Background: an optimization exercise with open tools, aiming at small area and a short achievable clock period. Do not read the settings as production practice.
Function was checked by simulation only, so behaviour that the tests miss may differ from the original.
No activity file was given, so power comes from the tool's default toggle rates.

Setup of run 1:
// lw_cv_rx
module lw_cv_rx (
    input  wire        clk,
    input  wire        rst,
    input  wire [1:0]  cfg_poly,
    input  wire        cfg_refin,
    input  wire        cfg_refout,
    input  wire        cfg_xorout,
    input  wire        cfg_init,
    input  wire        cfg_order,
    input  wire [7:0]  cfg_skip,
    input  wire        in_valid,
    input  wire        in_sop,
    input  wire        in_eop,
    input  wire        in_disc,
    input  wire [3:0]  in_nbytes,
    input  wire [63:0] in_data,
    input  wire        cnt_clr,
    output reg         cv_valid,
    output reg  [1:0]  cv_res,
    output reg  [31:0] cv_last,
    output reg  [31:0] cv_units,
    output reg  [15:0] cv_fail,
    output reg  [15:0] cv_short
);
Size: about 4100 cells after synthesis.
clock: 33.0 ns
lec_check: 0
cap_margin: 20
core_margin: 2
core_utilization: 30
gpl_routability_driven: 0
place_density: 0.5
slew_margin: 20
standard.sh (not shown) runs the stock make flow with config.mk's settings and CLKGATE_MAP_FILE= SYNTH_SCRIPT=/design/flow/synth_recipe.tcl, a recipe that flattens the netlist after the stock synthesis.
==> flow/flow/run.sh <==
#!/bin/bash
# Layout flow: the standard flow (standard.sh) with two changes.
# 1. Synthesis maps the combinational logic with flow/abc_map.script instead of
#    ORFS's abc_speed.script, which restructures the XOR networks into much
#    larger logic. Everything else in synthesis, including the flip-flop
#    mapping, is the standard synthesis (flow/abc_synth.tcl wraps it).
# 2. The port buffers are buf_2 cells rather than the default delay buffers.
# Each tool's output goes to a log file in this folder (synth.log, layout.log)
# besides ORFS's own logs under orfs/logs.
set -euo pipefail
here=$(pwd)
export FLOW_ABC_SCRIPT=$here/flow/abc_map.script
export FLOW_STD_SYNTH=$here/synth_recipe.tcl
extra=(BUFFER_PORTS_ARGS="-buffer_cell sky130_fd_sc_hd__buf_2")
[[ -f flow/params.sh ]] && source flow/params.sh
# same make command as standard.sh, with our synthesis script, for synthesis only
sed -e "s#SYNTH_SCRIPT=[^ ]*#SYNTH_SCRIPT=$here/flow/abc_synth.tcl#" standard.sh > synth_only.sh
bash synth_only.sh synth "${extra[@]}" > synth.log 2>&1
# the rest of the standard flow reuses that synthesis
bash standard.sh finish "${extra[@]}" > layout.log 2>&1
==> flow/flow/abc_map.script <==
strash
dch
map -D 4000
topo
buffer -c
stime -c
upsize -c
dnsize -c
==> flow/flow/abc_synth.tcl <==
# The standard flow's synthesis script, but with the combinational logic mapped by
# abc_map.script instead of ORFS's abc_speed.script. Everything else,
# including the flip-flop mapping, is the standard synthesis.
proc abc {args} {
  set i [lsearch -exact $args -script]
  if { $i >= 0 } {
    lset args [expr { $i + 1 }] $::env(FLOW_ABC_SCRIPT)
  }
  yosys abc {*}$args
}
source $::env(FLOW_STD_SYNTH)
==> flow/flow/params.sh <==
extra+=(SETUP_SLACK_MARGIN=20.8)
> inputs changed (run 1 -> run 2)
- GPL_ROUTABILITY_DRIVEN: 0 -> unset
Results
Minimum clock period, run 2 and run 1, higher one = run 1. Between run 1 and run 2, the final total power does not differ in any meaningful way. On data arrival time of the worst path, the lower figure sits with run 2, not run 1. On number of cells after detailed placement, run 2 tracks run 1 almost exactly. The lower met3 global-route usage of run 2 and run 1 is in run 2. Final worst setup slack in run 2 is 0.068 ns above run 1. Run 1 has a higher length of the first detailed-routing pass in iterations than run 2. Final worst-path cycle share, run 2 and run 1: higher on run 1.

---

Another version of the RTL of lw_cv_rx (not shown whole).
Size: roughly 4200 cells after synthesis, ~240 flip-flops.
export LEC_CHECK = 0
export CAP_MARGIN = 20
export CORE_MARGIN = 2
export CORE_UTILIZATION = 45
export PLACE_DENSITY = 0.65
export SLEW_MARGIN = 20
create_clock -name core_clock -period 33.0 [get_ports {clk}]
Scripts as last shown in full above: flow/flow/run.sh, flow/flow/abc_map.script, flow/flow/abc_synth.tcl
Then changed:
Settings changed: CORE_UTILIZATION 45 to 30, PLACE_DENSITY 0.65 to 0.5.
Effect: The changed run produced a clean layout. Design area went up by 1.9%. Routed wire length goes up by about 5%. Clock-buffer cell count came out lower by 2. Final cell count went up by 9.8%. Power goes up by 0.52%. Global-route usage drops by 13 points. Worst hold slack is worse by 7.8 ps.

what the ideal ports hide:
In the flow no input, the clock included, has a driving cell. The finished layouts below were timed again as built, in two steps. Step 1, drivers: a clkbuf_16 drives clk and a buf_2 each remaining input, both assumed. Step 2, shift: input delay + t, output delay - t, t = (earliest + latest rising clock arrival at the registers) / 2. This alone moves slack from input paths to output paths. Three values: ideal, step 1, step 2; two values: the first two.
run | shift t [ns] | slack for setup (ns) | worst setup path after step 2 | latest minus earliest clock arrival (ns) | pins driven straight from the clock port
run 1 | 0.651 | 20.774 / 20.709 / 20.539 | input to register | 0.026 / 0.026 | 1
run 2 | 0.660 | 20.841 / 20.777 / 20.409 | input to register | 0.038 / 0.038 | 1
the first run of note 2 | 0.652 | 19.366 / 19.301 / 19.711 | input to register | 0.022 / 0.022 | 1
the second run of note 2 | 0.661 | 19.604 / 19.538 / 19.658 | input to register | 0.036 / 0.035 | 1
After both steps setup and hold are still met in every run listed. For run 2, which loses most, drivers alone change the setup slack by -0.064 ns; drivers and shift together by -0.432 ns.
